Source: an optimization exercise on an open RTL-to-GDS flow (aim: small area, a short achievable clock period and few clock cycles per item). Production flows keep margins and buffers that such runs may drop.
RTL that was checked went through simulation tests only; none was proved equivalent to the original.

== JK ==
Design cipher_aes_core, start of the top module:
module cipher_aes_core (
    input  wire         clk,
    input  wire         rst,         
    input  wire         in_valid,
    output wire         in_ready,
    input  wire         in_key256,   
    input  wire [255:0] in_key,
    input  wire [127:0] in_block,
    output reg          out_valid,
    output reg  [127:0] out_block
);
    localparam integer MW = 12;    
    function [7:0] xtime(input [7:0] b);
        xtime = {b[6:0], 1'b0} ^ (b[7] ? 8'h1b : 8'h00);
    endfunction
    reg          s_valid;
    reg          s_k256;
    reg  [3:0]   s_round;    
    reg  [7:0]   s_rcon;
    reg  [127:0] s_state;
    reg  [127:0] s_ka;
    reg  [127:0] s_kb;
    reg          a_valid;
    reg          a_k256;
    reg  [3:0]   a_round;
    reg  [7:0]   a_rcon;
    reg  [16*MW-1:0] a_state;    
    reg  [4*MW-1:0]  a_kx;       
    reg  [127:0] a_ka;
    reg  [127:0] a_kb;
    reg          b_valid;
    reg          b_k256;
    reg          b_k128;     
    reg  [3:0]   b_round;
    reg  [7:0]   b_rcon;
    reg  [127:0] b_sub;      
    reg  [31:0]  b_kx;       
    reg  [127:0] b_kp;       
    reg  [127:0] b_kb;
    wire [16*MW-1:0] s_mid;
    wire [4*MW-1:0]  s_kmid;
    genvar gi;
    generate
        for (gi = 0; gi < 16; gi = gi + 1) begin : g_top
            aes_sbox_top u_top (.a(s_state[8*gi +: 8]), .m(s_mid[MW*gi +: MW]));
        end
  ...
Size: roughly 6,300 cells after synthesis, ~520 I/O pins, ~0.064 mm2 of cells after synthesis.
==> flow/config.mk <==
export PLATFORM = sky130hd
export DESIGN_NAME = cipher_aes_core
export DESIGN_NICKNAME = cipher_aes_core
export VERILOG_FILES = /design/flow/design.v
export SDC_FILE = /design/flow/constraint.sdc
export NUM_CORES = 8
export LEC_CHECK = 0
export CAP_MARGIN = 10
export CORE_MARGIN = 2
export CORE_UTILIZATION = 40
export PLACE_DENSITY = 0.6
export SLEW_MARGIN = 10
==> flow/constraint.sdc <==
create_clock -name core_clock -period 8.0 [get_ports {clk}]
set_input_delay 1.6000 -clock core_clock [delete_from_list [all_inputs] [get_ports {clk}]]
set_output_delay 1.6000 -clock core_clock [all_outputs]
set_load 0.01 [all_outputs]
standard.sh (not shown) runs the stock make flow with config.mk's settings and CLKGATE_MAP_FILE= SYNTH_SCRIPT=/design/flow/synth_recipe.tcl, a recipe that flattens the netlist after the stock synthesis.
==> flow/flow/run.sh <==
#!/bin/bash
# Layout flow: the standard flow (standard.sh), except that
#  - synthesis maps the logic with the ABC script flow/abc_map.script; the
#    registers are untouched, and the flow checks that the netlist has the
#    same flip-flops (names and cell types) as the standard synthesis, and
#    uses the standard netlist if not;
#  - the make variables in flow/params.sh are added (port buffer cell,
#    repair margins).
# Each tool's output goes to a log file in the work folder.
set -uo pipefail
W=$(pwd)
RES=$W/orfs/results/$FLOW_PLATFORM/cipher_aes_core/base
source flow/params.sh

# 1. the standard synthesis, for reference
bash standard.sh synth > std_synth.log 2>&1 || exit 1
cp $RES/1_2_yosys.v $W/std_1_2_yosys.v

# 2. our synthesis, in a work area of its own
sed -e "s#@ABC_SCRIPT@#$W/flow/abc_map.script#" flow/synth.tcl > $W/my_synth.tcl
make -C $FLOW_HOME DESIGN_CONFIG=$W/config.mk WORK_HOME=$W/mysyn CLKGATE_MAP_FILE= \
     SYNTH_SCRIPT=$W/my_synth.tcl synth > my_synth.log 2>&1
MYV=$W/mysyn/results/$FLOW_PLATFORM/cipher_aes_core/base/1_2_yosys.v

# 3. same registers?
regs() { grep -oE '^ *sky130_fd_sc_hd__(df|edf|sdf|sedf|dlx|dlr)[a-z0-9_]* +[^ ]+' "$1" | sed -E 's/_[0-9]+ +/ /; s/^ *//' | sort; }
if [[ -s $MYV ]] && cmp -s <(regs $W/std_1_2_yosys.v) <(regs $MYV); then
  echo "own synthesis: registers match, using it" > synth_choice.log
  cp $MYV $RES/1_2_yosys.v
  touch $RES/1_2_yosys.v
else
  echo "own synthesis: registers differ or missing, using the standard netlist" > synth_choice.log
fi
regs $W/std_1_2_yosys.v | wc -l >> synth_choice.log
regs $MYV | wc -l >> synth_choice.log

# 4. the rest of the standard flow
bash standard.sh "${MAKE_ARGS[@]}" finish > std_flow.log 2>&1
==> flow/flow/abc_map.script <==
strash
dc2
&get -n
&dch -f
&nf -R 1000
&put
buffer -c
topo
stime -c
upsize -c
dnsize -c
==> flow/flow/params.sh <==
MAKE_ARGS=(SETUP_SLACK_MARGIN=5.1 "BUFFER_PORTS_ARGS=-buffer_cell sky130_fd_sc_hd__buf_1" "CTS_ARGS=-sink_clustering_enable -repair_clock_nets -dont_use_dummy_load -sink_clustering_size 20 -root_buf sky130_fd_sc_hd__clkbuf_16 -buf_list {sky130_fd_sc_hd__clkbuf_8 sky130_fd_sc_hd__clkbuf_16}")
==> flow/flow/synth.tcl <==
proc synth {args} { yosys synth -nofsm -noshare {*}$args }
proc abc {args} {
  set i [lsearch $args -script]
  set args [lreplace $args $i [expr {$i + 1}] -script @ABC_SCRIPT@]
  yosys abc {*}$args
}
source $::env(SCRIPTS_DIR)/synth.tcl
# left out here: clear keep_hierarchy, flatten, clean up, hide names made inside functions, write 1_2_yosys.v
Testbench counts of JK, summed over its fixed seeds: cycles 26,467, items 2,048.
Changes in MS relative to JK:
==> flow/flow/params.sh <==
MAKE_ARGS=(SETUP_SLACK_MARGIN=5.1 "BUFFER_PORTS_ARGS=-buffer_cell sky130_fd_sc_hd__buf_1" "CTS_ARGS=-sink_clustering_enable -repair_clock_nets -dont_use_dummy_load -sink_clustering_size 30 -sink_clustering_max_diameter 60 -root_buf sky130_fd_sc_hd__clkbuf_16 -buf_list {sky130_fd_sc_hd__clkbuf_16}")
Findings:
- Compare JK and MS | count of non-filler cells in the finished layout higher: JK
- | final worst-path cycle share | lower: MS |
- [compare] base=JK new=MS: number of buffers created by CTS now sits lower, final global-route overflow total now sits at about the same level, synthesized cell count now sits at about the same level.
- Relative to JK, number of vias per cell decreased by about 0.34% in MS.
What AL does differently from MS at the input level:
==> flow/flow/abc_map.script <==
strash
&get -n
&dch -f
&nf
&st
&dch -f
&nf
&st
&dch -f
&nf
&put
buffer -c
topo
stime -c
upsize -c
dnsize -c
The run showing the greater buffer count excluding the clock tree in the final layout is MS. The higher overall global routing resource usage came out of MS. ~same area fraction of clock buffers and clock inverters in AL and MS. AL vs MS — maximum frequency from static timing analysis dropped slightly.
For TR, these inputs were changed with respect to AL:
==> flow/flow/abc_map.script <==
strash
dc2
&get -n
&dch -f
&nf -R 1000
&put
buffer -c
topo
stime -c
upsize -c
dnsize -c
==> flow/flow/params.sh <==
MAKE_ARGS=(SETUP_SLACK_MARGIN=5.1 "BUFFER_PORTS_ARGS=-buffer_cell sky130_fd_sc_hd__buf_1" "CTS_ARGS=-sink_clustering_enable -repair_clock_nets -dont_use_dummy_load -sink_clustering_size 20 -buf_list {sky130_fd_sc_hd__clkbuf_4 sky130_fd_sc_hd__clkbuf_8}")
## What came out
Per the comparison of TR with AL, total number of vias moved down, clock skew decreased by 0.0084 ns relative to the old numbers, arrival time at the worst endpoint dropped 2.06 ns. Routed length on met2 (lower): TR. In the tables for AL and TR, biggest fanout along the worst timing path reads lower with TR. Type of the worst setup path: flop to output port -> TR, flop to flop -> AL. Compare AL and TR | number of ordinary and repair buffers in the finished layout lower: AL. Of AL and TR, the run reporting the higher fraction of the cycle the final worst path needs was TR. Side by side, fraction of area in multi-input gates turned out lower in TR than in AL. Global-route usage, AL and TR, lower one = AL.
### TR -> PW
==> flow/flow/params.sh <==
MAKE_ARGS=(SETUP_SLACK_MARGIN=5.1 "BUFFER_PORTS_ARGS=-buffer_cell sky130_fd_sc_hd__buf_1" "CTS_ARGS=-sink_clustering_enable -repair_clock_nets -dont_use_dummy_load -sink_clustering_size 30 -sink_clustering_max_diameter 60 -root_buf sky130_fd_sc_hd__clkbuf_16 -buf_list {sky130_fd_sc_hd__clkbuf_16}")
--- a/flow/config.mk
+++ b/flow/config.mk
@@ -10,2 +10,2 @@
-export CORE_UTILIZATION = 40
-export PLACE_DENSITY = 0.6
+export CORE_UTILIZATION = 50
+export PLACE_DENSITY = 0.7
==> results.txt <==
Compared with TR, in PW worst setup slack before clock tree synthesis decreased by 0.22 ns relative to the old numbers.
Going from TR to PW, slew at the pin with the worst max-slew slack shrinks by 0.15 ns.
Worst setup slack: PW > TR
Compared with TR, in PW total of plain and repair buffers excluding clock buffers fell by 4.5%, cell area after layout fell 2.9%, maximum number of pins on one net before global-route repair fell by 5.
Row detailed-route wire length: PW lower / TR higher

* * *

## v17
cipher_aes_core, a different RTL version from the one above (not shown whole).
For scale: roughly 520 I/O pins.
clock: 8.0 ns
lec_check: 0
cap_margin: 10
core_margin: 2
core_utilization: 40
place_density: 0.6
slew_margin: 10
==> flow/flow/abc_map.script <==
strash
dc2
&get -n
&dch -f
&nf -R 1000
&put
buffer -c
topo
stime -c
upsize -c
dnsize -c
==> flow/flow/params.sh <==
MAKE_ARGS=(SETUP_SLACK_MARGIN=4.7 "BUFFER_PORTS_ARGS=-buffer_cell sky130_fd_sc_hd__buf_1" "CTS_ARGS=-sink_clustering_enable -repair_clock_nets -dont_use_dummy_load -sink_clustering_size 20 -buf_list {sky130_fd_sc_hd__clkbuf_4 sky130_fd_sc_hd__clkbuf_8}")
Scripts as last shown in full above: flow/flow/run.sh, flow/flow/synth.tcl
Every stage of the flow completed for v17, and the final layout passed the timing, DRC and antenna checks.
#### Input delta (v27 over v17)
==> flow/flow/params.sh <==
MAKE_ARGS=(SETUP_SLACK_MARGIN=4.5 "BUFFER_PORTS_ARGS=-buffer_cell sky130_fd_sc_hd__buf_1" "CTS_ARGS=-sink_clustering_enable -repair_clock_nets -dont_use_dummy_load -sink_clustering_size 20 -buf_list {sky130_fd_sc_hd__clkbuf_4 sky130_fd_sc_hd__clkbuf_8}")
Findings:
v27 completed; timing, DRC and antenna clean
Of v17 and v27, v27 shows the lower longest individual stage delay on the worst path, with v17 above it.
On maximum frequency: v27 sits below v17.
The slack of the worst reg-to-reg path reported for v27 is smaller than that of v17 by 0.15 ns.
Cmp v27 vs v17: count of vias placed by the detailed router lower in v27
No run of this note included a check of the RTL's function; only the layout flow was run.

[static timing again, ports no longer ideal]
The results above use ideal ports. As a check the final layouts listed here were re-extracted and re-timed, cells and wires unchanged. Step 1 (the two cells are an assumption about what drives the block):
set clk [get_ports {clk}]
set_driving_cell -lib_cell sky130_fd_sc_hd__clkbuf_16 $clk
set_driving_cell -lib_cell sky130_fd_sc_hd__buf_2 [delete_from_list [all_inputs] $clk]
Step 2 also shifts input and output timing later by t, the mid clock arrival at the registers, as if the neighbouring blocks saw the same clock. Slacks: ideal / step 1 / step 2; pairs: ideal / step 1.
run | t (ns) | setup WS [ns] | hold WS [ns] | worst setup path at the end | clock arrival spread, ns
JK | 0.842 | 5.088 / 5.004 / 4.586 | 0.294 / 0.294 / 0.294 | input to register | 0.097 / 0.097
MS | 0.793 | 5.112 / 5.027 / 4.555 | 0.269 / 0.269 / 0.269 | input to register | 0.125 / 0.125
AL | 0.796 | 5.099 / 5.045 / 4.530 | 0.263 / 0.263 / 0.263 | input to register | 0.134 / 0.133
TR | 1.008 | 4.940 / 4.857 / 4.554 | 0.226 / 0.226 / 0.226 | input to register | 0.117 / 0.117
PW | 0.798 | 5.109 / 5.029 / 4.435 | 0.244 / 0.244 / 0.244 | input to register | 0.123 / 0.124
v17 | 0.970 | 4.674 / 4.674 / 3.860 | 0.303 / 0.303 / 0.303 | input to register | 0.135 / 0.136
v27 | 0.979 | 4.524 / 4.491 / 3.856 | 0.301 / 0.301 / 0.301 | input to register | 0.136 / 0.136
After both steps every run listed still meets setup and hold. For v17, which loses most, drivers alone change the setup slack by 0.000 ns; drivers and shift together by -0.814 ns.
